From an optimization exercise on the open Yosys and OpenROAD flow, aimed at small area, a short achievable clock period and few clock cycles per item; shortcuts taken in it are not production practice.
The RTL was checked by simulation tests, not by an equivalence proof against the original design.
Power is estimated from default activity; no workload was simulated.

===== flow/config.mk =====
export PLATFORM = sky130hd
export DESIGN_NAME = cobbler_xu
export DESIGN_NICKNAME = cobbler_xu
export VERILOG_FILES = /design/flow/design.v
export SDC_FILE = /design/flow/constraint.sdc
export NUM_CORES = 4
export LEC_CHECK = 0
export CAP_MARGIN = 10
export CORE_MARGIN = 2
export CORE_UTILIZATION = 30
export SETUP_SLACK_MARGIN = 5
export SLEW_MARGIN = 10

===== flow/design.v =====
module cobbler_xu (
    input  wire        clk,
    input  wire        rst,
    input  wire        in_valid,
    output wire        in_ready,
    input  wire [31:0] in_insn,
    input  wire [31:0] in_pc,
    input  wire [31:0] in_a,
    input  wire [31:0] in_b,
    output wire        out_valid,
    input  wire        out_ready,
    output wire [31:0] out_result,
    output wire        out_wen,
    output wire [3:0]  out_rd,
    output wire [31:0] out_npc,
    output wire        out_trap,
    output wire [3:0]  out_cause,
    output wire [31:0] out_eaddr
);
    integer i;
    wire [5:0]  i_op    = in_insn[31:26];
    wire [13:0] i_fn    = in_insn[13:0];
    wire [4:0]  i_f     = i_fn[4:0];
    wire        i_fok   = (i_fn[13:5] == 9'd0);
    wire        i_alu   = (i_op == 6'h00);
    wire        i_rb0   = (in_insn[17:14] == 4'd0);
    wire i_add   = i_alu && i_fok && i_f == 5'd0;
    wire i_sub   = i_alu && i_fok && i_f == 5'd1;
    wire i_and   = i_alu && i_fok && i_f == 5'd2;
    wire i_or    = i_alu && i_fok && i_f == 5'd3;
    wire i_xor   = i_alu && i_fok && i_f == 5'd4;
    wire i_shl   = i_alu && i_fok && i_f == 5'd5;
    wire i_shr   = i_alu && i_fok && i_f == 5'd6;
    wire i_sra   = i_alu && i_fok && i_f == 5'd7;
    wire i_slt   = i_alu && i_fok && i_f == 5'd8;
    wire i_sltu  = i_alu && i_fok && i_f == 5'd9;
    wire i_mul   = i_alu && i_fok && i_f == 5'd10;
    wire i_mulhu = i_alu && i_fok && i_f == 5'd11;
    wire i_mulhs = i_alu && i_fok && i_f == 5'd12;
    wire i_divu  = i_alu && i_fok && i_f == 5'd13;
    wire i_remu  = i_alu && i_fok && i_f == 5'd14;
    wire i_min   = i_alu && i_fok && i_f == 5'd15;
    wire i_max   = i_alu && i_fok && i_f == 5'd16;
    wire i_clz   = i_alu && i_fok && i_f == 5'd17;
    wire i_popc  = i_alu && i_fok && i_f == 5'd18;
    wire i_bswp  = i_alu && i_fok && i_f == 5'd19;
    wire i_addi  = (i_op == 6'h01);
    wire i_andi  = (i_op == 6'h02);
    wire i_ori   = (i_op == 6'h03);
    wire i_xori  = (i_op == 6'h04);
    wire i_slti  = (i_op == 6'h05);
    wire i_shfti = (i_op == 6'h06);
    wire i_lui   = (i_op == 6'h07);
    wire i_br    = (i_op[5:3] == 3'b010) && (i_op[2:1] != 2'b11);
    wire i_jal   = (i_op == 6'h16);
    wire i_jalr  = (i_op == 6'h17);
    wire [1:0] i_shk = in_insn[6:5];
    wire i_illegal =
        (i_alu && (!i_fok || i_f > 5'd19 || ((i_clz || i_popc || i_bswp) && !i_rb0))) ||
        (i_shfti && (in_insn[17:7] != 11'd0 || i_shk == 2'd3)) ||
        (i_lui && in_insn[21:18] != 4'd0) ||
        !(i_alu || i_addi || i_andi || i_ori || i_xori || i_slti || i_shfti || i_lui ||
          i_br || i_jal || i_jalr);
    wire [3:0] i_rd  = i_jal ? 4'd15 : in_insn[25:22];
    wire i_wen   = !i_br && (i_rd != 4'd0);
    reg [5:0] i_clza, i_clzb, i_popcnt;
    wire [5:0] i_dsh = i_clzb - i_clza;
    always @(*) begin
        i_clza = 6'd32;
        for (i = 0; i < 32; i = i + 1)
            if (in_a[i]) i_clza = 6'd31 - i[5:0];
        i_clzb = 6'd32;
        for (i = 0; i < 32; i = i + 1)
            if (in_b[i]) i_clzb = 6'd31 - i[5:0];
        i_popcnt = 6'd0;
        for (i = 0; i < 32; i = i + 1)
            i_popcnt = i_popcnt + {5'd0, in_a[i]};
    end
    reg        v1_q;
    reg [31:0] insn_q, pc_q, a_q, b_q;
    reg [3:0]  rd_d;
    reg        ill_d, wen_d;
    reg        mul_d, mulhs_d, mullo_d, div_d, divu_d;
    reg        sub_d, useb_d, logb_d;        
    reg        s_sum, s_and, s_or, s_xor, s_sh, s_slt, s_sltu, s_min, s_max;
    reg        s_clz, s_popc, s_bswp, s_lui, s_pc4;
    reg        sh_l_d, sh_a_d, shb_d;        
    reg        br_d, jal_d, jalr_d;
    reg [2:0]  brk_d;
    reg [5:0]  clza_d, popc_d, dsh_d;
    reg        bz_d, dq_d;             
    reg        ov_q, trap_q, wen_q, align_q;
    reg [3:0]  rd_q;
    reg [31:0] r_q;            
    reg [31:0] n_q;            
    assign out_valid  = ov_q;
    assign out_trap   = trap_q;
    assign out_wen    = wen_q;
    assign out_rd     = rd_q;
    assign out_result = r_q;
    assign out_eaddr  = r_q;
    assign out_npc    = n_q;
    assign out_cause  = {2'b00, align_q, 1'b1};
    localparam [1:0] M_IDLE = 2'd0, M_MUL = 2'd1, M_DITER = 2'd3;
    reg [1:0]  mode_q;         
    reg [4:0]  cnt_q;          
    reg        mx_q;           
    reg        mp_q;           
    wire [31:0] a  = a_q;
    wire [31:0] b  = b_q;
    wire [31:0] pc = pc_q;
    wire [17:0] imm18 = insn_q[17:0];
    wire [25:0] imm26 = insn_q[25:0];
    wire        d_iter  = (mode_q == M_DITER);
    wire [31:0] simm  = {{14{imm18[17]}}, imm18};
    wire [31:0] opnd  = useb_d ? b : simm;
    wire [32:0] add_a = d_iter ? {r_q, a[cnt_q]} : {1'b0, a};
    wire [33:0] sum   = {1'b0, add_a} + {1'b1, sub_d ? ~opnd : opnd} + {33'd0, sub_d};
    wire        lt_u  = !sum[33];
    wire        lt_s  = (a[31] ^ opnd[31]) ? a[31] : sum[31];
    wire        eq    = (a == b);
    wire [4:0]  shamt = div_d ? dsh_d[4:0] : (shb_d ? b[4:0] : imm18[4:0]);
    reg  [31:0] a_rev, sh_out;
    always @(*) begin
        for (i = 0; i < 32; i = i + 1)
            a_rev[i] = a[31 - i];
    end
    wire [31:0] sh_in  = sh_l_d ? a_rev : a;
    wire [32:0] sh_x   = {sh_a_d & a[31], sh_in};
    wire [32:0] sh_r   = $signed(sh_x) >>> shamt;
    always @(*) begin
        for (i = 0; i < 32; i = i + 1)
            sh_out[i] = sh_l_d ? sh_r[31 - i] : sh_r[i];
    end
    wire [31:0] pc4   = pc + 32'd4;
    wire [31:0] boff  = jal_d ? {{4{imm26[25]}}, imm26, 2'b00} : {{12{imm18[17]}}, imm18, 2'b00};
    wire [31:0] ptgt  = pc + boff;
    wire [31:0] lopnd = logb_d ? b : {14'd0, imm18};
    reg [31:0] res;
    always @(*) begin
        res = 32'd0;
        if (s_sum)  res = res | sum[31:0];
        if (s_and)  res = res | (a & lopnd);
        if (s_or)   res = res | (a | lopnd);
        if (s_xor)  res = res | (a ^ lopnd);
        if (s_sh)   res = res | sh_out;
        if (s_slt)  res = res | {31'd0, lt_s};
        if (s_sltu) res = res | {31'd0, lt_u};
        if (s_min)  res = res | (lt_s ? a : b);
        if (s_max)  res = res | (lt_s ? b : a);
        if (s_clz)  res = res | {26'd0, clza_d};
        if (s_popc) res = res | {26'd0, popc_d};
        if (s_bswp) res = res | {a[7:0], a[15:8], a[23:16], a[31:24]};
        if (s_lui)  res = res | {imm18, 14'd0};
        if (s_pc4)  res = res | pc4;
    end
    reg taken;
    always @(*) begin
        case (brk_d)
            3'd0: taken = eq;
            3'd1: taken = !eq;
            3'd2: taken = lt_s;
            3'd3: taken = !lt_s;
            3'd4: taken = lt_u;
            3'd5: taken = !lt_u;
            3'd6: taken = 1'b0;
            default: taken = 1'b1;
        endcase
    end
    wire        align  = jalr_d && (sum[1:0] != 2'b00);
    wire        trap   = ill_d | align;
    wire [31:0] tgt    = jalr_d ? sum[31:0] : ptgt;
    wire [31:0] npc    = trap ? pc : (taken ? tgt : pc4);
    wire [31:0] rval   = ill_d ? insn_q : (align ? sum[31:0] : res);
    localparam MW = 42;
    wire        m_busy  = (mode_q == M_MUL);
    wire        m_last  = m_busy && cnt_q[1:0] == 2'd3;
    wire        m_sgn   = mulhs_d;
    wire [32:0] m_a     = {m_sgn & a[31], a};
    wire [7:0]  m_bd    = b[7:0];
    wire [8:0]  m_bx    = {m_bd, mp_q};
    wire [32:0] m_acc   = m_busy ? {mx_q, r_q} : 33'd0;
    reg  [MW-1:0] m_rows [0:3];
    reg  [3:0]    m_neg;
    integer t;
    always @(*) begin
        for (t = 0; t < 4; t = t + 1) begin : m_row
            reg b0, b1, b2, one, two, neg;
            reg [34:0] m, v;
            b0  = m_bx[2*t];
            b1  = m_bx[2*t+1];
            b2  = m_bx[2*t+2];
            neg = b2 & !(b1 & b0);
            one = b1 ^ b0;
            two = (b2 & !b1 & !b0) | (!b2 & b1 & b0);
            m   = one ? {{2{m_a[32]}}, m_a} : (two ? {m_a[32], m_a, 1'b0} : 35'd0);
            v   = neg ? ~m : m;
            m_neg[t]  = neg;
            m_rows[t] = {{(MW-35){1'b0}}, ~v[34], v[33:0]} << (2*t);
            if (t > 0)
                m_rows[t][2*t-2] = m_neg[t-1];
        end
        m_rows[0][41] = 1'b1;
        m_rows[0][39] = 1'b1;
        m_rows[0][37] = 1'b1;
        m_rows[0][35] = 1'b1;
    end
    wire [MW-1:0] m_c   = {{(MW-35){1'b0}}, ~m_acc[32], m_acc[32], m_acc[32:0]};
    wire [MW-1:0] m_r16 = {((m_last & !m_sgn & m_bd[7]) ? {1'b0, m_a} : 34'd0), 1'b0, m_neg[3], 6'd0};
    wire [MW-1:0] m_s   = m_c + m_rows[0] + m_rows[1] + m_rows[2] + m_rows[3] + m_r16;
    wire [31:0] m_lo    = {m_s[7:0], b[31:8]};
    wire        d_fits  = sum[33];
    wire [31:0] d_rem   = d_fits ? sum[31:0] : add_a[31:0];
    wire [31:0] d_quo   = {n_q[30:0], d_fits};
    wire        d_last  = d_iter && cnt_q == 5'd0;
    wire [31:0] d_qres  = d_iter ? d_quo : (bz_d ? 32'hFFFF_FFFF : 32'd0);
    wire [31:0] d_rres  = d_iter ? d_rem : a;
    wire [31:0] d_res   = divu_d ? d_qres : d_rres;
    wire idle    = (mode_q == M_IDLE);
    wire multi   = mul_d || (div_d && !dq_d);
    wire free    = !ov_q || out_ready;
    wire move    = v1_q && free && (idle ? !multi : (m_last || d_last));
    wire start   = v1_q && idle && multi && free;
    wire m_iter  = m_busy || (start && mul_d);
    assign in_ready = !v1_q || move;
    wire        x_trap  = trap;
    wire        x_wen   = wen_d && !trap;
    always @(posedge clk) begin
        if (rst) begin
            v1_q   <= 1'b0;
            ov_q   <= 1'b0;
            mode_q <= M_IDLE;
        end else begin
            if (in_ready)
                v1_q <= in_valid;
            if (move)
                mode_q <= M_IDLE;
            else if (start)
                mode_q <= mul_d ? M_MUL : M_DITER;
            if (move)
                ov_q <= 1'b1;
            else if (out_ready)
                ov_q <= 1'b0;
        end
    end
    always @(posedge clk) begin
        if (in_ready) begin
            insn_q  <= in_insn;
            pc_q    <= in_pc;
            a_q     <= in_a;
            b_q     <= in_b;
            rd_d    <= i_rd;
            ill_d   <= i_illegal;
            wen_d   <= i_wen;
            mul_d   <= i_mul | i_mulhu | i_mulhs;
            mulhs_d <= i_mulhs;
            mullo_d <= i_mul;
            div_d   <= i_divu | i_remu;
            divu_d  <= i_divu;
            sub_d   <= !(i_add || i_addi || i_jalr);
            useb_d  <= i_alu || i_br;
            logb_d  <= i_alu;
            s_sum   <= i_add || i_sub || i_addi;
            s_and   <= i_and || i_andi;
            s_or    <= i_or || i_ori;
            s_xor   <= i_xor || i_xori;
            s_sh    <= i_shl || i_shr || i_sra || i_shfti;
            s_slt   <= i_slt || i_slti;
            s_sltu  <= i_sltu;
            s_min   <= i_min;
            s_max   <= i_max;
            s_clz   <= i_clz;
            s_popc  <= i_popc;
            s_bswp  <= i_bswp;
            s_lui   <= i_lui;
            s_pc4   <= i_jal || i_jalr;
            sh_l_d  <= i_shl || (i_shfti && i_shk == 2'd0);
            sh_a_d  <= i_sra || (i_shfti && i_shk == 2'd2);
            shb_d   <= i_alu;
            br_d    <= i_br;
            jal_d   <= i_jal;
            jalr_d  <= i_jalr;
            brk_d   <= i_br ? i_op[2:0] : ((i_jal || i_jalr) ? 3'd7 : 3'd6);
            clza_d  <= i_clza;
            popc_d  <= i_popcnt;
            dsh_d   <= i_dsh;
            bz_d    <= (in_b == 32'd0);
            dq_d    <= (in_b == 32'd0) || i_dsh[5];
        end else if (m_iter) begin
            b_q     <= m_lo;
        end
        if (start)
            cnt_q <= mul_d ? 5'd1 : dsh_d[4:0];
        else if (m_busy)
            cnt_q <= cnt_q + 5'd1;
        else if (d_iter)
            cnt_q <= cnt_q - 5'd1;
        mx_q <= m_s[40];
        mp_q <= m_iter && !m_last && m_bd[7];
        if (move) begin
            trap_q  <= x_trap;
            align_q <= !ill_d;
            wen_q   <= x_wen;
            rd_q    <= rd_d;
        end
        if (m_iter)
            r_q <= (m_last && mullo_d) ? m_lo : m_s[39:8];
        else if (move)
            r_q <= div_d ? d_res : rval;
        else if (start)
            r_q <= {1'b0, sh_out[31:1]};
        else if (d_iter)
            r_q <= d_rem;
        if (move)
            n_q <= npc;
        else if (start)
            n_q <= 32'd0;
        else if (d_iter)
            n_q <= d_quo;
    end
endmodule

===== flow/run.sh =====
#!/bin/bash
# synth_recipe.tcl (not shown) runs the flow's synth.tcl, then flattens the netlist and writes it again
# the make line also repeats each setting of config.mk as NAME=value (left out here)
make -C /OpenROAD-flow-scripts/flow DESIGN_CONFIG=/design/flow/config.mk WORK_HOME=/design/flow/orfs CLKGATE_MAP_FILE= SYNTH_SCRIPT=/design/flow/synth_recipe.tcl finish

===== flow/constraint.sdc =====
create_clock -name core_clock -period 12.0 [get_ports {clk}]
set_input_delay 2.4000 -clock core_clock [delete_from_list [all_inputs] [get_ports {clk}]]
set_output_delay 2.4000 -clock core_clock [all_outputs]
set_load 0.01 [all_outputs]

==> qor.yml, run 1 <==
pwr:
  ir_drop_mv: 0.346
  p_leak_nw: 16.7
  p_per_area_mw_per_mm2: 345
route:
  wl_per_cell_um: 31.6
  first_iter_violations: 5500
  via_per_inst: 6.06
  first_pass_iters: 6
  totalWireLength_mm: 191
  postRouteAntennaNets: 0
  drc: 0
  vias: 36600
yosys:
  yosys.area_share.simple_pct: 14.5
  syn_inst: 4333
  yosysSeqAreaShare_pct: 21.9
  synth-edff-count: 258
  syn_area_mm2: 0.0360
  synth_compound_area_share_pct: 21.7
  avgSynthCellArea_um2: 8.30
  ys_ff_latch: 264
  yosys.area.top_type_share_pct: 21.5
  netlist.top_cell.by_area: "edfxtp_1"
  ys.warnings.count: 2
  synth_xor_xnor_area_share_pct: 7.96
  yosysUniqueCellTypes: 88
  ys.flop_type: "edfxtp_1"
  synth_top_family_by_area: "compound AO/OA/AOI/OAI gates"
  synth-async-reset-ratio_pct: 0
  synthAdderAreaFrac_pct: 15.8
  muxShareOfSynthArea_pct: 10.2
  synth_area_leaders: "edfxtp_1, fa_1, ha_1, mux2i_1, xnor2_1"
sta:
  timing.setup.tns_ns: 0
  slew_headroom_pct: 9.12
  report.final.slew_viol_count: 0
  fmax_mhz: 142
  skew_ns: 0.0238
  period_needed_ns: 7.05
  hold_viol_final: 0
  post-route-period-util_pct: 58.7
  setup_viol: 0
  rsz0062_at_grt: "true"
  layout_setup_ws_ns: 4.95
  tightest_slew_ns: 1.35
  holdWs_ns: 0.421
critical_path:
  cp.depth: 20
  cp.required_ns: 12.36
  crit_path_end_kind: "register"
  critPathMaxStageDelay_ns: 0.64
  cp_max_fo: 16
  cp.arrival_ns: 7.41
  cpLargestDelayFamily: "compound AO/OA/AOI/OAI gates"
  worst-path-buf-inv: 3
  slowest_stage: "xor2_1"
  ff2ff_path_depth: 20
  worstSetupPathType: "reg -> reg"
  r2r_setup_slack_ns: 4.95
  crit_chain: "buf_4 -> inv_1 -> o211ai_1 -> a31oi_1 -> a31oi_1 -> mux2_2 -> inv_1 -> fa_1 -> nand2b_1 -> a21oi_1 -> o31a_1 -> o31a_1 -> a21o_1 -> a21oi_1 -> xor2_1 -> o21ai_0 -> a2111oi_0 -> nand2_1 -> a221oi_1 -> a211oi_1"
  critPathLaunchType: "register"
global_routing:
  grt_max_degree: 73
  antenna_found_initial: 11
  grt.total_usage_pct: 30.1
  overflow: 0
  grt_pass1_wl_mm: 265
  grt_pass1_vias: 34400
clock_tree:
  clk_path_buf_depth: 3
  path_clk_slew_ns: 0.06
  cts-root-buf: "clkbuf_16"
  cts_buffers: 31
  clock_latency_ns: 0.66
  cts_tree: "yes"
  clock-sinks: 264
  holdBufCountCts: 0
  h-tree-depth: 1
placement:
  gp_congestion: 1.06
  pre_cts_slack_ns: 4.24
  dp_hpwl_mm: 142
  port-buffer-count: 236
worst_hold_path:
  hp-class: "reg -> reg"
  holdPathStages: 0
floorplanning:
  io_pins: 240
  dieArea_mm2: 0.123
  row_count: 127
  core_mm2: 0.119
  initial_core_util_pct: 30.1
  die_w_um: 350
  die_h_um: 350
final_layout:
  final_layout_size_suffix_gt1_share_pct: 8.81
  layout.nets: 4894
  syn2layout_area_growth_pct: 15.4
flow_run:
  drv_cap: 0
outcome:
  status: "timing/DRC/antenna clean"
==> cell usage in the layout, fill, tap and decap left out, types with 121 or more instances in the layout <==
master	instances
a21oi_1	304
buf_4	155
clkdlybuf4s50_1	233
edfxtp_1	258
fa_1	158
ha_1	197
inv_1	335
mux2i_1	238
nand2_1	391
nor2_1	336
o21ai_0	257
xnor2_1	203
xor2_1	121
==> through the flow <==
stage	std cells	util, %	cell area, um^2	power, mW
2_1_floorplan	4334	-	36000	8.75
3_3_place_gp	5959	33.5	40000	12.5
3_5_place_dp	5959	33.5	40000	12.6
4_1_cts	6029	34.6	41300	13.9
5_1_grt	6040	34.7	41500	15.2
6_report	6046	34.7	41500	14.3
==> kinds of logic after synthesis <==
group                      after synthesis
other                                    2
and+or+nand+nor                       1148
adders and majority gates              359
xor gates and xnor gates               326
buffers and inverters                  711
muxes                                  331
DFF                                    264
AOI/OAI and AO/OA                     1192
==> repair_timing <==
action	CTS	global route
pin swaps	2	3
setup endpoints to repair	48	48
buffers inserted	10	10
gates resized for setup	19	23
gates cloned	2	1
==> metal layers <==
layer / global-route usage [%] / part of all wire (%) / vias to the layer above
li1: - / - / 15600
met1: 39.9 / 39 / 17800
met2: 43.1 / 40 / 2708
met3: 8.84 / 13 / 562
met4: 17.5 / 7.3 / 12
met5: 0.275 / 0.038 / -
==> worst paths after layout <==
kind                                end  startpoint
worst max-delay path            r_q[12]     a_q[16]
worst min-delay path            rd_q[1]     rd_d[1]
worst max register to register  r_q[12]     a_q[16]
worst min register to register  rd_q[1]     rd_d[1]
==> Yosys cell counts (121+ instances only) <==
cell / count
a21oi_1: 304
clkbuf_1: 269
edfxtp_1: 258
fa_1: 158
ha_1: 201
inv_1: 335
mux2i_1: 240
nand2_1: 392
nor2_1: 341
o21ai_0: 263
xnor2_1: 204
xor2_1: 121
==> area by class of cell <==
| cell class | count | area, um^2 |
|---|---|---|
| multi-input combinational | 3362 | 25500 |
| sequential | 264 | 7870 |
| antenna | 6 | 15.0 |
| timing repair buffer | 402 | 3680 |
| inverter | 342 | 1280 |
| tap | 1612 | 2020 |
| clock buffer | 36 | 795 |
| fill | 12600 | 78000 |
| clock inverter | 22 | 338 |
==> worst register-to-register path: cells and delay by family (launching register included) <==
kind | cells | cell delay [ns]
simple gates | 2 | 0.37
xor+xnor | 1 | 0.64
compound gates | 12 | 3.64
mux | 1 | 0.28
flops | 1 | 0.33
buf+inv | 3 | 1.07
fa+ha+maj | 1 | 0.45
==> sequential cells by signal, indices dropped and copies added (netlist names), 2 cells and up <==
signal  count
b_q        32
dsh_d       5
a_q        32
r_q        32
clza_d      6
mode_q      2
rd_d        4
cnt_q       5
n_q        32
brk_d       3
rd_q        4
pc_q       32
popc_d      6
insn_q     32
==> report_power, final <==
part           internal [mW]  switching, mW  total, mW
combinational           4.39           7.25       11.6
clock                  0.633          0.473       1.11
sequential              1.27          0.323       1.60
total                   6.29           8.05       14.3
Testbench counts, summed over its fixed seeds: cycles 33,851, items 24,000.
==> run 2, diff against run 1 <==
==> flow/flow/run.sh (new file) <==
#!/bin/bash
# The standard layout, with the port buffers that global placement adds
# taken as the smallest plain buffer instead of a delay cell.
set -euo pipefail
bash standard.sh "BUFFER_PORTS_ARGS=-buffer_cell sky130_fd_sc_hd__buf_1" finish > standard.log 2>&1
==> flow/standard.sh (new file) <==
#!/bin/bash
# synth_recipe.tcl (not shown) runs the flow's synth.tcl, then flattens the netlist and writes it again
# the make line also repeats each setting of config.mk as NAME=value (left out here)
make -C /OpenROAD-flow-scripts/flow DESIGN_CONFIG=/design/flow/config.mk WORK_HOME=/design/flow/orfs CLKGATE_MAP_FILE= SYNTH_SCRIPT=/design/flow/synth_recipe.tcl "${@:-finish}"
--- a/flow/config.mk
+++ b/flow/config.mk
@@ -6,4 +6,5 @@
 export NUM_CORES = 4
 export LEC_CHECK = 0
+export ABC_AREA = 1
 export CAP_MARGIN = 10
 export CORE_MARGIN = 2
removed: flow/run.sh
==> run 2 against run 1 <==
Effect of this change:
- the layout now fails its checks (capacitance limit, slew limit)
- cell count rose by 12%
- global-route usage is 0.87 points lower
- die area shrank 2.5%
- highest routed layer unchanged
- sequential power down 4%
- critical path type unchanged
- largest cell class unchanged
- clock skew is 0.013 ns higher
==> qor.yml, run 2 <==
outcome:
  status: "failed layout checks"
  violatedChecks: "capacitance limit, slew limit"
route:
  first_pass_iters: 7  # +1
  postRouteAntennaNets: 0  # unchanged
  via_per_inst: 5.60  # -7.5%
  totalWireLength_mm: 183  # -4.2%
  drc: 0  # unchanged
  first_iter_violations: 5105  # -7.2%
  vias: 37900  # +3.3%
  wl_per_cell_um: 27.1  # -14%
sta:
  setup_viol: 0  # unchanged
  post-route-period-util_pct: 57.2  # -1.6 points
  slew_headroom_pct: -0.505  # -9.6 points
  timing.setup.tns_ns: 0  # unchanged
  period_needed_ns: 6.86  # -0.189 ns
  tightest_slew_ns: 1.49  # +0.138 ns
  rsz0062_at_grt: "false"
  fmax_mhz: 146  # +2.8%
  report.final.slew_viol_count: 1  # +1
  skew_ns: 0.0365  # +0.0127 ns
  hold_viol_final: 0  # unchanged
  holdWs_ns: 0.425  # +0.00474 ns
floorplanning:
  die_w_um: 346  # -1.3%
  row_count: 125  # -1.6%
  io_pins: 240  # unchanged
  dieArea_mm2: 0.120  # -2.5%
  die_h_um: 346  # -1.3%
  core_mm2: 0.116  # -2.9%
  initial_core_util_pct: 30.2  # +0.10 points
pwr:
  ir_drop_mv: 0.478  # +38%
  p_per_area_mw_per_mm2: 335  # -3.0%
  p_leak_nw: 17.4  # +3.8%
yosys:
  yosysSeqAreaShare_pct: 22.4  # +0.57 points
  avgSynthCellArea_um2: 6.83  # -18%
  synth_most_common_cell: "nand2_1"
  synth-edff-count: 258  # unchanged
  synth_common_cells: "nand2_1, inv_1, o21ai_0"
  ys.warnings.count: 2  # unchanged
  synth-async-reset-ratio_pct: 0  # unchanged
  syn_area_mm2: 0.0351  # -2.5%
  yosysUniqueCellTypes: 63  # -28%
  synth_area_leaders: "edfxtp_1, nand2_1, fa_1, o21ai_0, ha_1"
  netlist.top_cell.by_area: "edfxtp_1"
  yosys.area.top_type_share_pct: 22.1  # +0.56 points
  ys.flop_type: "edfxtp_1"
  ys_ff_latch: 264  # unchanged
  syn_inst: 5134  # +18%
critical_path:
  cp_max_fo: 61  # +45
  worstSetupPathType: "reg -> reg"
  crit_path_end_kind: "register"
  cp.arrival_ns: 7.23  # -0.18 ns
  critPathLaunchType: "register"
  cp.required_ns: 12.37  # about the same
  ff2ff_path_depth: 20  # unchanged
final_layout:
  layout.nets: 5694  # +16%
  instances_no_fill: 6754  # +12%
  post-route-util_pct: 33.2  # -1.5 points
  final_layout_size_suffix_gt1_share_pct: 5.15  # -3.7 points
  final_cell_mix: "nand2_1, inv_1, o21ai_0"
  layout_commonest_cell: "nand2_1"
  syn2layout_area_growth_pct: 10.0
placement:
  port-buffer-count: 236  # unchanged
  dp_hpwl_mm: 139  # -2.0%
  place_inst: 6670  # +12%
  gp_congestion: 1.03  # -2.7%
clock_tree:
  clock_latency_ns: 0.64  # -0.02 ns
  h-tree-depth: 1  # unchanged
  cts_buffers: 29  # -6.5%
  cts_tree: "yes"
  cts-root-buf: "clkbuf_16"
  clock-sinks: 264  # unchanged
  path_clk_slew_ns: 0.07  # about the same
  clk_path_buf_depth: 3  # unchanged
global_routing:
  antenna_found_initial: 10  # -1
  grt.total_usage_pct: 29.2  # -0.87 points
  grt_max_degree: 98  # +34%
  grt_pass1_vias: 34600  # +0.71%
  grt_pass1_wl_mm: 254  # -4.2%
  overflow: 0  # unchanged
flow_run:
  drv_cap: 1  # +1
worst_hold_path:
  hp-class: "reg -> reg"
  holdPathStages: 0  # unchanged
run 2: cell count changes after synthesis, moves of 121 or more:
cell,delta
inv_1,+263
mux2i_1,-230
nand2_1,+1077
o21ai_0,+305
xnor2_1,-149
xor2_1,+121
run 2: kinds of logic (layout without fill, tap and decap cells):
family / after synthesis / count (layout) / share of synthesized area (%)
xor+xnor: 297 / 297 / 7.42
simple gates: 2050 / 2051 / 23.5
flops: 264 / 264 / 22.4
fa+ha+maj: 359 / 359 / 16.2
mux: 10 / 10 / 0.285
compound gates: 1193 / 1195 / 19.2
other cells: 2 / 7 / 0.0214
buf+inv: 959 / 1047 / 11.0
run 2: worst max-delay path: stages, from the launching register on:
cell	delay, ns
edfxtp_1	0.70
inv_1	0.17
nor2_1	0.82
a21oi_1	0.12
xor2_1	0.20
ha_1	0.50
nand2_1	0.21
nor3_1	0.37
nand2_1	0.09
nor4_1	0.94
nand3_1	0.36
nand2_1	0.19
buf_4	0.52
nand4_1	0.19
nand3_2	0.12
buf_4	0.49
o21ai_0	0.19
o21ai_1	0.20
nand2_1	0.07
nand2_1	0.05
nand2_1	0.06
run 2: timing repair:
action | 4_1_cts | 5_1_grt
endpoints found under the setup margin | 24 | 16
gates resized for setup | 9 | 39
pin swaps | 0 | 3
setup buffers | 0 | 23
hold buffers | 0 | 0
cloned | 1 | 2
run 2: per-stage QoR:
stage               total power [mW]  area (um^2)  setup WS, ns
global route                    13.9        38600          5.00
global placement                11.4        37200          4.34
detailed placement              11.4        37200          4.06
floorplan                       8.12        35100          5.42
finish                          12.9        38600          5.14
CTS                             12.5        38200          5.01
run 2: per-layer routing:
layer	global-route usage [%]	share of wire [%]	wire length (um)	vias up
li1	-	-	-	17000
met1	36.9	38	69700	17800
met2	43.2	41	75500	2467
met3	8.58	13	23100	608
met4	19.0	8.0	14600	10
met5	0.0400	0.041	75	-
run 2: area by class of cell:
cell class	instances	area (um^2)
Tap cell	1524	1910
Clock inverter	24	283
Clock buffer	30	729
Fill cell	12600	77500
Sequential cell	264	7870
Inverter	644	2450
Multi-Input combinational cell	3915	23500
Timing Repair Buffer	349	1800
Antenna cell	4	10.0
run 2: worst paths after layout:
path	startpoint	end	slack [ns]
worst min-delay path	rd_d[2]	rd_q[2]	0.43
worst max-delay path	insn_q[17]	n_q[29]	5.14
worst min register to register	rd_d[2]	rd_q[2]	0.43
worst max register to register	insn_q[17]	n_q[29]	5.14
run 2: power by group:
group	leakage (nW)	internal, mW	switching [mW]
Clock	0.500	0.542	0.450
Combinational	14.2	3.39	7.01
Sequential	2.65	1.26	0.272
==> run 3, diff against run 2 <==
--- a/flow/config.mk
+++ b/flow/config.mk
@@ -6,5 +6,4 @@
 export NUM_CORES = 4
 export LEC_CHECK = 0
-export ABC_AREA = 1
 export CAP_MARGIN = 10
 export CORE_MARGIN = 2
==> run 3 against run 2 <==
Effect of this change:
- the run now finishes clean
- sequential power increased by 4%
- non-clock buffer count grew 53
- via count is 4.3% lower
==> qor.yml, run 3 <==
route:
  via_per_inst: 6.00  # +7.1%
  vias: 36200  # -4.3%
  drc: 0  # unchanged
  highest_layer: "met5"
  postRouteAntennaNets: 0  # unchanged
  wl_met3_mm: 24.4  # +5.2%
  first_iter_violations: 5538  # +8.5%
  wl_met1_mm: 73.5  # +5.4%
  totalWireLength_mm: 188  # +2.5%
  wl_per_cell_um: 31.1  # +15%
  first_pass_iters: 8  # +1
  dr_wl_met2_mm: 75.5  # about the same
yosys:
  ys_ff_latch: 264  # unchanged
  avgSynthCellArea_um2: 8.30  # +22%
  yosysSeqAreaShare_pct: 21.9  # -0.57 points
  syn_area_mm2: 0.0360  # +2.6%
  synth-async-reset-ratio_pct: 0  # unchanged
  yosysUniqueCellTypes: 88  # +40%
  synth_xor_xnor_area_share_pct: 7.96  # +0.54 points
  synth-edff-count: 258  # unchanged
  muxShareOfSynthArea_pct: 10.2  # +9.9 points
  syn_inst: 4333  # -16%
  synth_common_cells: "nand2_1, nor2_1, inv_1"
  ys.flop_type: "edfxtp_1"
  yosys.area.top_type_share_pct: 21.5  # -0.56 points
  yosys.area_share.simple_pct: 14.5  # -8.9 points
  synth_area_leaders: "edfxtp_1, fa_1, ha_1, mux2i_1, xnor2_1"
  synthAdderAreaFrac_pct: 15.8  # -0.41 points
  netlist.top_cell.by_area: "edfxtp_1"
  ys.warnings.count: 2  # unchanged
  synth_top_family_by_area: "compound AO/OA/AOI/OAI gates"
  synth_most_common_cell: "nand2_1"
  synth_compound_area_share_pct: 21.7  # +2.5 points
sta:
  fmax_mhz: 144  # -1.1%
  layout_setup_ws_ns: 5.06  # -0.0766 ns
  rsz0062_at_grt: "true"
  timing.setup.tns_ns: 0  # unchanged
  report.final.slew_viol_count: 0  # -1
  setup_viol: 0  # unchanged
  slew_headroom_pct: 13.3  # +14 points
  period_needed_ns: 6.94  # +0.0766 ns
  holdWs_ns: 0.422  # -0.00364 ns
  skew_ns: 0.0184  # -0.0181 ns
  post-route-period-util_pct: 57.8  # +0.64 points
  tightest_slew_ns: 1.29  # -0.202 ns
  hold_viol_final: 0  # unchanged
clock_tree:
  clock-sinks: 264  # unchanged
  cts_tree: "yes"
  clock_latency_ns: 0.63  # about the same
  h-tree-depth: 1  # unchanged
  path_clk_slew_ns: 0.07  # about the same
  holdBufCountCts: 0  # unchanged
  clk_path_buf_depth: 3  # unchanged
  cts_buffers: 30  # +3.4%
  cts-root-buf: "clkbuf_16"
global_routing:
  overflow: 0  # unchanged
  grt_pass1_wl_mm: 262  # +3.2%
  grt_max_degree: 72  # -27%
  antenna_found_initial: 15  # +5
  grt_pass1_vias: 34100  # -1.6%
  grt.total_usage_pct: 29.7  # +0.53 points
critical_path:
  crit_path_end_kind: "register"
  cp_max_fo: 59  # -3.3%
  crit_chain: "and2_4 -> buf_4 -> buf_4 -> a21o_1 -> ha_1 -> a211oi_1 -> o21bai_1 -> o2111ai_1 -> a21oi_1 -> o21a_1 -> o31ai_2 -> nand2_1 -> buf_4 -> nor2_1 -> a21oi_1 -> a221o_1 -> a211oi_1 -> a211oi_1"
  cp.required_ns: 12.35  # -0.02 ns
  slowest_stage: "buf_4"
  worstSetupPathType: "reg -> reg"
  critPathMaxStageDelay_ns: 0.56  # -0.38 ns
  cp.arrival_ns: 7.29  # +0.06 ns
  critPathLaunchType: "register"
pwr:
  combPwrFrac_pct: 81.7  # +1.2 points
  p_clk_share_pct: 7.0  # -0.7 points
  ir_drop_mv: 0.401  # -16%
  p_per_area_mw_per_mm2: 353  # +5.5%
  sw_frac_of_total_pct: 57.1  # -2.7 points
  p_int_mw: 6.04  # +16%
  p_leak_nw: 16.0  # -7.9%
  seqPwrFrac_pct: 11.3  # -0.5 points
  power_switching_mw: 8.05  # +4.1%
placement:
  dp_hpwl_mm: 140  # +0.72%
  port-buffer-count: 236  # unchanged
  pre_cts_slack_ns: 4.34  # +0.280 ns
  placed_area_mm2: 0.0386  # +3.9%
  gp_congestion: 1.06  # +2.6%
outcome:
  status: "timing/DRC/antenna clean"
final_layout:
  final_cell_mix: "nand2_1, nor2_1, inv_1"
  layout.nets: 4890  # -14%
  fill_cells: 12700  # +0.17%
  final_layout_size_suffix_gt1_share_pct: 8.59  # +3.4 points
  design_area_mm2: 0.0399  # +3.4%
  syn2layout_area_growth_pct: 10.8
  register_area_mm2: 0.00787  # about the same
  layout_commonest_cell: "nand2_1"
  multi_input_area_mm2: 0.0255  # +8.3%
floorplanning:
  dieArea_mm2: 0.123  # +2.6%
  die_w_um: 350  # +1.3%
  die_h_um: 350  # +1.3%
  io_pins: 240  # unchanged
  initial_core_util_pct: 30.1  # -0.10 points
  core_mm2: 0.119  # +3.0%
  row_count: 127  # +1.6%
flow_run:
  drv_cap: 0  # -1
worst_hold_path:
  hp-class: "reg -> reg"
==> run 3: final timing paths <==
path / from / endpoint / slack [ns] / cells after the start
max: mode_q[1] / r_q[31] / 5.06 / 18
min: rd_d[1] / rd_q[1] / 0.42 / 0
max reg2reg: mode_q[1] / r_q[31] / 5.06 / 18
min reg2reg: rd_d[1] / rd_q[1] / 0.42 / 0
==> run 3: power groups by stage <==
stage	combinational, mW	clock (mW)	sequential [mW]
after global placement	10.9	0	1.60
after floorplan	7.31	0	1.44
final	11.5	0.986	1.59
after CTS	11.1	0.997	1.57
after global routing	12.3	1.03	1.59
after detailed placement	10.9	0	1.60
==> run 3: repair_timing <==
item / 4_1_cts / 5_1_grt
pin swaps: 0 / 0
setup buffers: 5 / 10
setup endpoints to repair: 12 / 41
resized for setup: 16 / 21
==> run 3: routing by layer <==
layer / global-route usage, % / vias to the layer above
met5: 0 / -
met4: 18.2 / 16
met3: 9.21 / 577
met2: 42.3 / 2537
met1: 39.1 / 17600
li1: - / 15500
==> run 3: per-stage QoR <==
step | utilization, % | power, mW | instances
after global routing | 33.4 | 15.0 | 6035
after floorplan | - | 8.75 | 4334
after CTS | 33.2 | 13.6 | 6024
final | 33.4 | 14.1 | 6039
after global placement | 32.3 | 12.5 | 5964
after detailed placement | 32.3 | 12.5 | 5964
==> run 3: logic make-up after synthesis <==
| kind of cell | Yosys count |
|---|---|
| other cells | 2 |
| buf+inv | 711 |
| xor+xnor | 326 |
| compound gates | 1192 |
| fa+ha+maj | 359 |
| flops | 264 |
| mux | 331 |
| simple gates | 1148 |
==> run 3: layout make-up <==
class | instances | share of cell area [%]
Multi-Input combinational cell | 3359 | 63.9
Clock inverter | 23 | 0.631
Antenna cell | 5 | 0.0314
Sequential cell | 264 | 19.7
Clock buffer | 32 | 1.90
Timing Repair Buffer | 402 | 5.54
Inverter | 342 | 3.23
Tap cell | 1612 | 5.06
==> run 3: worst max-delay path, delay by kind of cell (launching register included) <==
kind	cells	cell delay (ns)
AO/OA/AOI/OAI	11	3.25
flip-flops	1	0.48
buffers and inverters	3	1.53
adder cells (fa/ha/maj)	1	0.38
AND/OR/NAND/NOR	3	0.93
==> run 4, diff against run 3 <==
--- a/flow/config.mk
+++ b/flow/config.mk
@@ -6,7 +6,9 @@
 export NUM_CORES = 4
 export LEC_CHECK = 0
+export ABC_AREA = 1
 export CAP_MARGIN = 10
 export CORE_MARGIN = 2
-export CORE_UTILIZATION = 30
+export CORE_UTILIZATION = 50
+export PLACE_DENSITY = 0.7
 export SETUP_SLACK_MARGIN = 5
 export SLEW_MARGIN = 10
==> run 4 against run 3 <==
Effect of this change:
- critical path depth up 5
- worst hold slack better by 0.010 ns
- still clean on timing, DRC and antenna
- sequential share of layout area up 1.1 points
- count of clock-buffer cells in the layout up 10
- sequential power down 4%
- maximum frequency about the same
- critical endpoint is now n_q[17]
- via count up 6.9%
- synthesized cell count up 18%
- highest routed layer unchanged
==> qor.yml, run 4 <==
outcome:
  status: "timing/DRC/antenna clean"
yosys:
  syn_area_mm2: 0.0351  # -2.5%
  synth_common_cells: "nand2_1, inv_1, o21ai_0"
  ys_ff_latch: 264  # unchanged
  synth-async-reset-ratio_pct: 0  # unchanged
  avgSynthCellArea_um2: 6.83  # -18%
  synth-edff-count: 258  # unchanged
  ys.warnings.count: 2  # unchanged
  ys.flop_type: "edfxtp_1"
  synth_most_common_cell: "nand2_1"
  yosysUniqueCellTypes: 63  # -28%
  yosysSeqAreaShare_pct: 22.4  # +0.57 points
  yosys.area.top_type_share_pct: 22.1  # +0.56 points
  synth_area_leaders: "edfxtp_1, nand2_1, fa_1, o21ai_0, ha_1"
  netlist.top_cell.by_area: "edfxtp_1"
  syn_inst: 5134  # +18%
pwr:
  combPwrFrac_pct: 79.5  # -2.2 points
  ir_drop_mv: 0.394  # -1.7%
  sw_frac_of_total_pct: 58.7  # +1.5 points
  p_int_mw: 5.29  # -12%
  seqPwrFrac_pct: 11.9  # +0.6 points
  p_leak_nw: 17.4  # +8.6%
  power_switching_mw: 7.51  # -6.8%
  p_per_area_mw_per_mm2: 338  # -4.3%
  p_clk_share_pct: 8.6  # +1.6 points
global_routing:
  grt.total_usage_pct: 48.4  # +19 points
  grt_pass1_vias: 34700  # +1.8%
  grt_max_degree: 150  # +110%
  grt_pass1_wl_mm: 248  # -5.4%
  overflow: 0  # unchanged
  antenna_found_initial: 23  # +8
final_layout:
  syn2layout_area_growth_pct: 7.85
  layout_commonest_cell: "nand2_1"
  post-route-util_pct: 54.2  # +21 points
  final_layout_size_suffix_gt1_share_pct: 4.81  # -3.8 points
  layout.nets: 5686  # +16%
  final_cell_mix: "nand2_1, inv_1, o21ai_0"
worst_hold_path:
  holdPathStages: 0  # unchanged
  min_to: "rd_q[0]"
  worstHoldStart: "rd_d[0]"
  hp-class: "reg -> reg"
sta:
  period_needed_ns: 6.93  # -0.00116 ns
  timing.setup.tns_ns: 0  # unchanged
  fmax_mhz: 144  # about the same
  setup_viol: 0  # unchanged
  rsz0062_at_grt: "false"
  layout_setup_ws_ns: 5.07  # +0.00116 ns
  tightest_slew_ns: 1.41  # +0.122 ns
  skew_ns: 0.0355  # +0.0171 ns
  hold_viol_final: 0  # unchanged
  report.final.slew_viol_count: 0  # unchanged
  slew_headroom_pct: 4.89  # -8.4 points
  post-route-period-util_pct: 57.8  # about the same
critical_path:
  cp.required_ns: 12.32  # -0.03 ns
  critPathLaunchType: "register"
  cp_max_fo: 61  # +3.4%
  cp.arrival_ns: 7.25  # -0.04 ns
  crit_path_end_kind: "register"
  r2r_setup_slack_ns: 5.07  # about the same
  worstSetupPathType: "reg -> reg"
  regToRegStartpoint: "insn_q[17]"
  ff2ff_path_depth: 23  # +5
  r2r_end: "n_q[17]"
floorplanning:
  row_count: 97  # -24%
  die_h_um: 269  # -23%
  initial_core_util_pct: 50.2  # +20 points
  dieArea_mm2: 0.0723  # -41%
  core_mm2: 0.0698  # -42%
  io_pins: 240  # unchanged
  die_w_um: 269  # -23%
route:
  via_per_inst: 6.28  # +4.6%
  wl_per_cell_um: 29.0  # -6.5%
  vias: 38700  # +6.9%
  totalWireLength_mm: 179  # -4.5%
  first_pass_iters: 7  # -1
  drc: 0  # unchanged
  first_iter_violations: 6218  # +12%
  postRouteAntennaNets: 0  # unchanged
placement:
  pre_cts_slack_ns: 4.93  # +0.587 ns
  gp_congestion: 1.09  # +2.6%
  port-buffer-count: 236  # unchanged
  dp_hpwl_mm: 135  # -4.1%
clock_tree:
  cts-root-buf: "clkbuf_16"
  clock-sinks: 264  # unchanged
  holdBufCountCts: 0  # unchanged
  path_clk_slew_ns: 0.06  # about the same
  clock_latency_ns: 0.58  # -0.05 ns
  clk_path_buf_depth: 3  # unchanged
  cts_tree: "yes"
  h-tree-depth: 2  # +1
  cts_buffers: 35  # +17%
flow_run:
  drv_cap: 0  # unchanged
## run 4: cell count changes after synthesis, moves of 72 or more
| cell | before | now |
|---|---|---|
| nand3_1 | 76 | 163 |
| mux2i_1 | 240 | 10 |
| inv_1 | 335 | 598 |
| xor2_1 | 121 | 242 |
| nand2_1 | 392 | 1469 |
| and2_1 | 72 | 0 |
| xnor2_1 | 204 | 55 |
| o21ai_0 | 263 | 568 |
## run 4: power by group through the flow
stage / sequential (mW) / combinational, mW / clock, mW
2_1_floorplan: 1.39 / 6.73 / 0
3_3_place_gp: 1.51 / 9.67 / 0
3_5_place_dp: 1.51 / 9.63 / 0
4_1_cts: 1.49 / 9.71 / 1.10
5_1_grt: 1.51 / 11.0 / 1.13
6_report: 1.52 / 10.2 / 1.10
## run 4: repair_timing
action,CTS,global route
resized for setup,1,25
buffers inserted,1,6
setup endpoints to repair,3,37
gates cloned,0,1
## run 4: logic make-up (layout without fill, tap and decap cells)
family | after synthesis | in the layout | synth area share, %
AOI/OAI and AO/OA | 1193 | 1193 | 19.2
xor gates and xnor gates | 297 | 297 | 7.42
adders and majority gates | 359 | 359 | 16.2
buffers and inverters | 959 | 1043 | 11.0
DFF | 264 | 264 | 22.4
muxes | 10 | 10 | 0.285
other | 2 | 13 | 0.0214
and+or+nand+nor | 2050 | 2051 | 23.5
## run 4: worst max-delay path by stage
stage | from | endpoint | slack, ns
2_1_floorplan | in_a[23] | popc_d[4] | 5.42
3_3_place_gp | in_a[23] | popc_d[4] | 5.11
3_5_place_dp | cnt_q[0] | r_q[25] | 4.93
4_1_cts | b_q[5] | r_q[25] | 5.05
5_1_grt | mode_q[0] | r_q[27] | 4.99
6_report | insn_q[17] | n_q[17] | 5.07
## run 4: cell type report
class / instances / area, um^2
clock buffers: 42 / 943
repair buffers: 337 / 1710
well taps: 940 / 1180
clock inverters: 20 / 220
fillers: 7024 / 32000
multi-input cells: 3913 / 23400
diodes: 10 / 25.0
flip-flops and latches: 264 / 7870
inverters: 644 / 2430
## run 4: stage by stage
step	std cells	hold WS (ns)	power, mW	cell area [um^2]
after CTS	6153	0.428	12.3	37600
after detailed placement	6090	0.416	11.1	36500
after global placement	6090	0.404	11.2	36500
after global routing	6161	0.436	13.7	37800
final	6170	0.432	12.8	37800
after floorplan	5135	0.400	8.12	35100
## run 4: routing by layer
metal | track usage, % | up-vias | wire, um
li1 | - | 16900 | -
met1 | 61.9 | 17900 | 66200
met2 | 65.4 | 3077 | 69200
met3 | 20.4 | 753 | 28100
met4 | 33.8 | 26 | 15400
met5 | 0.135 | - | 195
## run 4: critical path, cell delays in order (launching register included)
cell and delay, ns:
edfxtp_1 0.70, inv_1 0.19, nor2_1 0.92, a21oi_1 0.26, xor2_1 0.23, ha_1 0.44, nand2_1 0.14, nor2_1 0.20
inv_1 0.08, nor4_2 0.55, nand3_1 0.37, nand2_1 0.15, buf_4 0.51, inv_1 0.08, buf_4 0.26, nand4_1 0.12
o2111ai_1 0.11, a21oi_1 0.19, nand3_2 0.08, buf_4 0.31, o211ai_1 0.33, nand2_1 0.20, nand2_1 0.10, nand2_1 0.05
==> run 5, diff against run 4 <==
--- a/flow/config.mk
+++ b/flow/config.mk
@@ -7,8 +7,8 @@
 export LEC_CHECK = 0
 export ABC_AREA = 1
-export CAP_MARGIN = 10
+export CAP_MARGIN = 20
 export CORE_MARGIN = 2
 export CORE_UTILIZATION = 50
 export PLACE_DENSITY = 0.7
 export SETUP_SLACK_MARGIN = 5
-export SLEW_MARGIN = 10
+export SLEW_MARGIN = 20
==> run 5 against run 4 <==
Effect of this change:
- still clean
- count of clock-buffer cells in the layout unchanged
- sequential share of layout area is the same
- clock skew stayed put
- maximum frequency is the same
- combinational power barely moved
- die area stayed put
- design area unchanged
- critical endpoint unchanged
- largest cell class unchanged
- largest power group unchanged
- highest routed layer unchanged
==> qor.yml, run 5 <==
placement:
  dp_hpwl_mm: 135  # unchanged
  placed_area_mm2: 0.0365  # unchanged
  port-buffer-count: 236  # unchanged
  gp_congestion: 1.09  # unchanged
route:
  via_per_inst: 6.28  # unchanged
  vias: 38700  # unchanged
  postRouteAntennaNets: 0  # unchanged
  first_pass_iters: 7  # unchanged
  first_iter_violations: 6218  # unchanged
  wl_per_cell_um: 29.0  # unchanged
  totalWireLength_mm: 179  # unchanged
  drc: 0  # unchanged
final_layout:
  multi_input_area_mm2: 0.0234  # unchanged
  fill_cells: 7024  # unchanged
  final_layout_size_suffix_gt1_share_pct: 4.81  # unchanged
  design_area_mm2: 0.0378  # unchanged
  final_cell_mix: "nand2_1, inv_1, o21ai_0"
  register_area_mm2: 0.00787  # unchanged
  syn2layout_area_growth_pct: 7.85  # unchanged
  layout_commonest_cell: "nand2_1"
  layout.nets: 5686  # unchanged
global_routing:
  overflow: 0  # unchanged
  grt_pass1_vias: 34700  # unchanged
  antenna_found_initial: 23  # unchanged
  grt_max_degree: 150  # unchanged
  grt.total_usage_pct: 48.4  # unchanged
  grt_pass1_wl_mm: 248  # unchanged
sta:
  report.final.slew_viol_count: 0  # unchanged
  tightest_slew_ns: 1.41  # unchanged
  setup_viol: 0  # unchanged
  slew_headroom_pct: 4.89  # unchanged
  rsz0062_at_grt: "false"
  hold_viol_final: 0  # unchanged
  skew_ns: 0.0355  # unchanged
  post-route-period-util_pct: 57.8  # unchanged
  fmax_mhz: 144  # unchanged
  timing.setup.tns_ns: 0  # unchanged
  period_needed_ns: 6.93  # unchanged
clock_tree:
  cts-root-buf: "clkbuf_16"
  clk_path_buf_depth: 3  # unchanged
  holdBufCountCts: 0  # unchanged
  cts_tree: "yes"
  path_clk_slew_ns: 0.06  # about the same
  clock_latency_ns: 0.58  # about the same
  cts_buffers: 35  # unchanged
  clock-sinks: 264  # unchanged
  h-tree-depth: 2  # unchanged
pwr:
  seqPwrFrac_pct: 11.9  # about the same
  power_switching_mw: 7.51  # unchanged
  p_leak_nw: 17.4  # unchanged
  p_clk_share_pct: 8.6  # about the same
  p_int_mw: 5.29  # unchanged
  ir_drop_mv: 0.394  # unchanged
  combPwrFrac_pct: 79.5  # about the same
  p_per_area_mw_per_mm2: 338  # unchanged
  sw_frac_of_total_pct: 58.7  # unchanged
  fin_total_pwr_mw: 12.8  # unchanged
flow_run:
  drv_cap: 0  # unchanged
critical_path:
  startpoint: "insn_q[17]"
  critPathLaunchType: "register"
  worstSetupPathType: "reg -> reg"
  crit_path_end_kind: "register"
  cp_max_fo: 61  # unchanged
  cp.arrival_ns: 7.25  # about the same
  regToRegStartpoint: "insn_q[17]"
  cp.required_ns: 12.32  # about the same
floorplanning:
  dieArea_mm2: 0.0723  # unchanged
  io_pins: 240  # unchanged
  die_h_um: 269  # unchanged
  row_count: 97  # unchanged
  core_mm2: 0.0698  # unchanged
  initial_core_util_pct: 50.2  # unchanged
  die_w_um: 269  # unchanged
worst_hold_path:
  worstHoldStart: "rd_d[0]"
  hp-class: "reg -> reg"
yosys:
  synth_most_common_cell: "nand2_1"
  yosysUniqueCellTypes: 63  # unchanged
  synth_area_leaders: "edfxtp_1, nand2_1, fa_1, o21ai_0, ha_1"
  netlist.top_cell.by_area: "edfxtp_1"
  synth_common_cells: "nand2_1, inv_1, o21ai_0"
  yosys.area.top_type_share_pct: 22.1  # unchanged
  synthAdderAreaFrac_pct: 16.2  # unchanged
  synth_top_family_by_area: "simple AND/OR/NAND/NOR gates"
  synth_compound_area_share_pct: 19.2  # unchanged
  avgSynthCellArea_um2: 6.83  # unchanged
  ys.flop_type: "edfxtp_1"
  yosysSeqAreaShare_pct: 22.4  # unchanged
  ys_ff_latch: 264  # unchanged
  syn_area_mm2: 0.0351  # unchanged
  ys.warnings.count: 2  # unchanged
  syn_inst: 5134  # unchanged
  muxShareOfSynthArea_pct: 0.285  # unchanged
  yosys.area_share.simple_pct: 23.5  # unchanged
  synth-edff-count: 258  # unchanged
  synth-async-reset-ratio_pct: 0  # unchanged
  synth_xor_xnor_area_share_pct: 7.42  # unchanged
outcome:
  status: "timing/DRC/antenna clean"
run 5: worst max-delay path, cell delays in order, from the launching register on:
cell and delay [ns]:
edfxtp_1 0.70, inv_1 0.19, nor2_1 0.92, a21oi_1 0.26, xor2_1 0.23, ha_1 0.44
nand2_1 0.14, nor2_1 0.20, inv_1 0.08, nor4_2 0.55, nand3_1 0.37, nand2_1 0.15
buf_4 0.51, inv_1 0.08, buf_4 0.26, nand4_1 0.12, o2111ai_1 0.11, a21oi_1 0.19
nand3_2 0.08, buf_4 0.31, o211ai_1 0.33, nand2_1 0.20, nand2_1 0.10, nand2_1 0.05
run 5: cell type report:
class	instances	share of cell area, %
multi-input cells	3913	62.0
repair buffers	337	4.52
diodes	10	0.0662
inverters	644	6.42
well taps	940	3.11
clock inverters	20	0.582
flip-flops and latches	264	20.8
clock buffers	42	2.49
run 5: path summary, 6_finish.rpt:
| path | end | slack [ns] | cells after the start |
|---|---|---|---|
| worst min-delay path | rd_q[0] | 0.43 | 0 |
| worst max-delay path | n_q[17] | 5.07 | 23 |
| worst min register to register | rd_q[0] | 0.43 | 0 |
| worst max register to register | n_q[17] | 5.07 | 23 |
run 5: cells by family (layout without fill, tap and decap cells):
family | Yosys count | after routing
other | 2 | 13
buffers and inverters | 959 | 1043
XOR/XNOR | 297 | 297
AND/OR/NAND/NOR | 2050 | 2051
AO/OA/AOI/OAI | 1193 | 1193
flip-flops | 264 | 264
multiplexers | 10 | 10
adder cells (fa/ha/maj) | 359 | 359
run 5: power by group through the flow:
stage | logic (mW) | registers [mW] | clock network [mW]
after global routing | 11.0 | 1.51 | 1.13
after floorplan | 6.73 | 1.39 | 0
final | 10.2 | 1.52 | 1.10
after detailed placement | 9.63 | 1.51 | 0
after global placement | 9.67 | 1.51 | 0
after CTS | 9.71 | 1.49 | 1.10
run 5: per-stage QoR:
step | std cells | setup WS (ns) | hold slack [ns] | util (%)
after floorplan | 5135 | 5.42 | 0.400 | -
after global placement | 6090 | 5.11 | 0.404 | 52.3
after detailed placement | 6090 | 4.93 | 0.416 | 52.3
after CTS | 6153 | 5.05 | 0.428 | 53.9
after global routing | 6161 | 4.99 | 0.436 | 54.2
final | 6170 | 5.07 | 0.432 | 54.2
run 5: metal layers:
layer  global-route usage, %  vias up  wire length (um)
li1                        -    16900                 -
met1                    61.9    17900             66200
met2                    65.4     3077             69200
met3                    20.4      753             28100
met4                    33.8       26             15400
met5                   0.135        -               195
run 5: what timing repair did:
action,4_1_cts,5_1_grt
pin swaps,0,0
gates resized for setup,1,25
gates cloned,0,1
buffers inserted,1,6
endpoints found under the setup margin,3,37
==> run 6, diff against run 5 <==
--- a/flow/design.v
+++ b/flow/design.v
@@ -83,8 +83,8 @@
     reg        mul_d, mulhs_d, mullo_d, div_d, divu_d;
     reg        sub_d, useb_d, logb_d;        
-    reg        s_sum, s_and, s_or, s_xor, s_sh, s_slt, s_sltu, s_min, s_max;
+    reg        s_sum, s_and, s_or, s_xor, s_sh, s_slt, s_sltu, s_mm, mmx_d;
     reg        s_clz, s_popc, s_bswp, s_lui, s_pc4;
     reg        sh_l_d, sh_a_d, shb_d;        
-    reg        br_d, jal_d, jalr_d;
+    reg        jal_d, jalr_d;
     reg [2:0]  brk_d;
     reg [5:0]  clza_d, popc_d, dsh_d;
@@ -119,5 +119,5 @@
     wire        lt_u  = !sum[33];
     wire        lt_s  = (a[31] ^ opnd[31]) ? a[31] : sum[31];
-    wire        eq    = (a == b);
+    wire        eq    = (sum[31:0] == 32'd0);     
     wire [4:0]  shamt = div_d ? dsh_d[4:0] : (shb_d ? b[4:0] : imm18[4:0]);
     reg  [31:0] a_rev, sh_out;
@@ -147,6 +147,5 @@
         if (s_slt)  res = res | {31'd0, lt_s};
         if (s_sltu) res = res | {31'd0, lt_u};
-        if (s_min)  res = res | (lt_s ? a : b);
-        if (s_max)  res = res | (lt_s ? b : a);
+        if (s_mm)   res = res | ((lt_s ^ mmx_d) ? a : b);
         if (s_clz)  res = res | {26'd0, clza_d};
         if (s_popc) res = res | {26'd0, popc_d};
@@ -268,6 +267,6 @@
             s_slt   <= i_slt || i_slti;
             s_sltu  <= i_sltu;
-            s_min   <= i_min;
-            s_max   <= i_max;
+            s_mm    <= i_min || i_max;
+            mmx_d   <= i_max;
             s_clz   <= i_clz;
             s_popc  <= i_popc;
@@ -278,5 +277,4 @@
             sh_a_d  <= i_sra || (i_shfti && i_shk == 2'd2);
             shb_d   <= i_alu;
-            br_d    <= i_br;
             jal_d   <= i_jal;
             jalr_d  <= i_jalr;
--- a/flow/config.mk
+++ b/flow/config.mk
@@ -6,9 +6,9 @@
 export NUM_CORES = 4
 export LEC_CHECK = 0
-export ABC_AREA = 1
-export CAP_MARGIN = 20
+export CAP_MARGIN = 10
 export CORE_MARGIN = 2
 export CORE_UTILIZATION = 50
+export CTS_BUF_LIST = sky130_fd_sc_hd__clkbuf_8
 export PLACE_DENSITY = 0.7
 export SETUP_SLACK_MARGIN = 5
-export SLEW_MARGIN = 20
+export SLEW_MARGIN = 10
==> run 6 against run 5 <==
Effect of this change:
- clock skew increased by 0.024 ns
- maximum frequency shrank 1.9%
- first-iteration DRC count down 5.2%
- global-route usage fell by 0.24 points
- cell count shrank 14%
==> qor.yml, run 6 <==
route:
  first_pass_iters: 9  # +2
  wl_per_cell_um: 34.0  # +17%
  first_iter_violations: 5894  # -5.2%
  postRouteAntennaNets: 0  # unchanged
  drc: 0  # unchanged
  totalWireLength_mm: 180  # +0.48%
  via_per_inst: 6.81  # +8.5%
  vias: 36000  # -7.0%
placement:
  placed_area_mm2: 0.0371  # +1.7%
  dp_hpwl_mm: 134  # -0.43%
  port-buffer-count: 236  # unchanged
  pre_cts_slack_ns: 3.59  # -1.34 ns
  gp_congestion: 1.06  # -2.3%
final_layout:
  syn2layout_area_growth_pct: 10.2
  final_layout_size_suffix_gt1_share_pct: 9.60  # +4.8 points
  design_area_mm2: 0.0388  # +2.7%
  layout_commonest_cell: "nand2_1"
  final_cell_mix: "nand2_1, inv_1, nor2_1"
  layout.nets: 4782  # -16%
  fill_cells: 6552  # -6.7%
yosys:
  synth-edff-count: 258  # unchanged
  syn_area_mm2: 0.0353  # +0.53%
  ys_ff_latch: 264  # unchanged
  synth_top_family_by_area: "compound AO/OA/AOI/OAI gates"
  synth-async-reset-ratio_pct: 0  # unchanged
  yosysUniqueCellTypes: 100  # +59%
  synth_compound_area_share_pct: 19.6  # +0.46 points
  synth_most_common_cell: "nand2_1"
  avgSynthCellArea_um2: 8.46  # +24%
  synth_xor_xnor_area_share_pct: 7.20  # -0.22 points
  yosysSeqAreaShare_pct: 22.3  # -0.12 points
  synthAdderAreaFrac_pct: 16.1  # -0.086 points
  netlist.top_cell.by_area: "edfxtp_1"
  yosys.area_share.simple_pct: 15.5  # -7.9 points
  synth_area_leaders: "edfxtp_1, fa_1, mux2i_1, ha_1, xnor2_1"
  ys.warnings.count: 2  # unchanged
  yosys.area.top_type_share_pct: 22.0  # -0.12 points
  syn_inst: 4166  # -19%
  ys.flop_type: "edfxtp_1"
  synth_common_cells: "nand2_1, inv_1, nor2_1"
  muxShareOfSynthArea_pct: 11.5  # +11 points
floorplanning:
  dieArea_mm2: 0.0726  # +0.53%
  initial_core_util_pct: 50.4  # +0.18 points
  die_w_um: 270  # +0.26%
  core_mm2: 0.0699  # +0.17%
  io_pins: 240  # unchanged
  die_h_um: 270  # +0.26%
  row_count: 97  # unchanged
sta:
  report.final.slew_viol_count: 0  # unchanged
  period_needed_ns: 7.07  # +0.138 ns
  tightest_slew_ns: 1.37  # -0.0429 ns
  holdWs_ns: 0.420  # -0.0119 ns
  skew_ns: 0.0598  # +0.0243 ns
  fmax_mhz: 141  # -1.9%
  hold_viol_final: 0  # unchanged
  timing.setup.tns_ns: 0  # unchanged
  setup_viol: 0  # unchanged
  post-route-period-util_pct: 58.9  # +1.1 points
  slew_headroom_pct: 8.43  # +3.5 points
  layout_setup_ws_ns: 4.93  # -0.138 ns
  rsz0062_at_grt: "true"
flow_run:
  drv_cap: 0  # unchanged
critical_path:
  cp.required_ns: 12.54  # +0.22 ns
  regToRegStartpoint: "a_q[27]"
  worstSetupPathType: "reg -> reg"
  startpoint: "a_q[27]"
  r2r_setup_slack_ns: 4.93  # -0.14 ns
  cp_max_fo: 57  # -6.6%
  cp.arrival_ns: 7.61  # +0.36 ns
  crit_path_end_kind: "register"
  critPathLaunchType: "register"
worst_hold_path:
  hp-class: "reg -> reg"
  worstHoldStart: "rd_d[1]"
global_routing:
  antenna_found_initial: 31  # +35%
  grt.total_usage_pct: 48.2  # -0.24 points
  grt_max_degree: 117  # -22%
  grt_pass1_wl_mm: 251  # +1.3%
  grt_pass1_vias: 33500  # -3.3%
  overflow: 0  # unchanged
clock_tree:
  cts_buffers: 49  # +40%
  clk_path_buf_depth: 3  # unchanged
  h-tree-depth: 2  # unchanged
  holdBufCountCts: 0  # unchanged
  clock-sinks: 264  # unchanged
  clock_latency_ns: 0.71  # +0.13 ns
  cts_tree: "yes"
  cts-root-buf: "clkbuf_8"
  path_clk_slew_ns: 0.06  # about the same
pwr:
  p_per_area_mw_per_mm2: 346  # +2.2%
  ir_drop_mv: 0.532  # +35%
  fin_total_pwr_mw: 13.4  # +4.9%
  p_leak_nw: 16.5  # -5.1%
outcome:
  status: "timing/DRC/antenna clean"
[run 6: cell types whose count changed in the layout (fill, tap and decap cells not counted), sizes merged, moves of 81 or more]
cell	previous run	this run
and2	0	81
xnor2	55	178
xor2	242	110
o21ai	628	207
nand2	1478	405
nand3	169	65
mux2i	10	257
inv	636	365
[run 6: worst paths after layout]
check             endpoint  cells after the start
setup / recovery   n_q[21]                     23
hold / removal     rd_q[1]                      0
setup reg to reg   n_q[21]                     23
hold reg to reg    rd_q[1]                      0
[run 6: metal layers]
metal,routed length [um],share of wire (%),track usage (%)
met2,72700,40,68.3
met4,15800,8.8,33.8
met3,24400,14,16.1
met1,67000,37,61.6
met5,95,0.053,0
[run 6: kinds of logic (layout without fill, tap and decap cells)]
family / Yosys count / in the layout
AO/OA/AOI/OAI: 1044 / 1044
XOR/XNOR: 288 / 288
adder cells (fa/ha/maj): 359 / 359
buffers and inverters: 675 / 840
flip-flops: 264 / 264
multiplexers: 354 / 354
other: 2 / 22
AND/OR/NAND/NOR: 1180 / 1180
[run 6: timing repair]
action	in CTS	in global routing
endpoints found under the setup margin	58	49
setup buffers	14	19
pin swaps	3	4
resized for setup	25	27
endpoints found under the hold margin	0	0
[run 6: through the flow]
stage,utilization (%),std cells
2_1_floorplan,-,4167
3_3_place_gp,53.1,5147
3_5_place_dp,53.1,5147
4_1_cts,55.1,5253
5_1_grt,55.5,5275
6_report,55.6,5291
[run 6: layout make-up]
type | instances | area (um^2) | area share (%)
Multi-Input combinational cell | 3228 | 25000 | 64.5
Inverter | 352 | 1340 | 3.44
Timing Repair Buffer | 396 | 2210 | 5.70
Clock buffer | 53 | 729 | 1.88
Tap cell | 940 | 1180 | 3.03
Clock inverter | 39 | 417 | 1.07
Antenna cell | 19 | 47.5 | 0.122
Sequential cell | 264 | 7870 | 20.3
[run 6: critical path, cell delays in order (launching register included)]
cell and delay, ns:
edfxtp_1 0.37, buf_4 0.26, mux2_1 0.36, a222oi_1 0.34, buf_4 0.18, a21oi_1 0.08
a211o_2 0.46, inv_2 0.22, fa_1 0.33, nand2b_1 0.23, a21oi_4 0.12, nor3_1 0.28
o21ai_2 0.18, a211o_1 0.29, nand3_1 0.45, nor4b_1 0.72, nand4_1 0.26, a2111oi_4 0.35
a32o_2 0.36, nor2_4 0.07, buf_12 0.20, or4_1 0.41, a21oi_1 0.20, a221o_1 0.15
[run 6: power by group]
| group | leakage [nW] | total (mW) | internal (mW) | switching (mW) |
|---|---|---|---|---|
| registers | 2.65 | 1.56 | 1.25 | 0.306 |
| clock network | 0.619 | 1.07 | 0.591 | 0.475 |
| logic | 13.2 | 10.8 | 3.91 | 6.88 |
| total | 16.5 | 13.4 | 5.76 | 7.66 |
Testbench counts of run 6, summed over its fixed seeds: cycles 33,851, items 24,000.

-- re-timing with driven ports --
In the flow no input, the clock included, has a driving cell. The finished layouts below were timed again as built, in two steps.
Step 1 (the two cells are an assumption about what drives the block):
set clk [get_ports {clk}]
set_driving_cell -lib_cell sky130_fd_sc_hd__clkbuf_16 $clk
set_driving_cell -lib_cell sky130_fd_sc_hd__buf_2 [delete_from_list [all_inputs] $clk]
Step 2 also shifts input and output timing later by t, the mid clock arrival at the registers, as if the neighbouring blocks saw the same clock.
Slacks: no drivers / after step 1 / after step 2; pairs: no drivers / after step 1.
run	t (ns)	setup slack, ns	worst setup path after step 2	cell pins on the clock port's net
run 1	0.717	4.952 / 4.952 / 4.580	input to register	1
run 2	0.689	5.141 / 5.141 / 4.958	input to register	1
run 3	0.688	5.064 / 5.064 / 4.915	input to register	1
run 4	0.627	5.065 / 5.065 / 4.986	input to register	1
run 5	0.627	5.065 / 5.065 / 4.986	input to register	1
run 6	0.750	4.927 / 4.927 / 4.815	input to register	1
For run 1, which loses most, drivers alone change the setup slack by 0.000 ns; drivers and shift together by -0.372 ns.
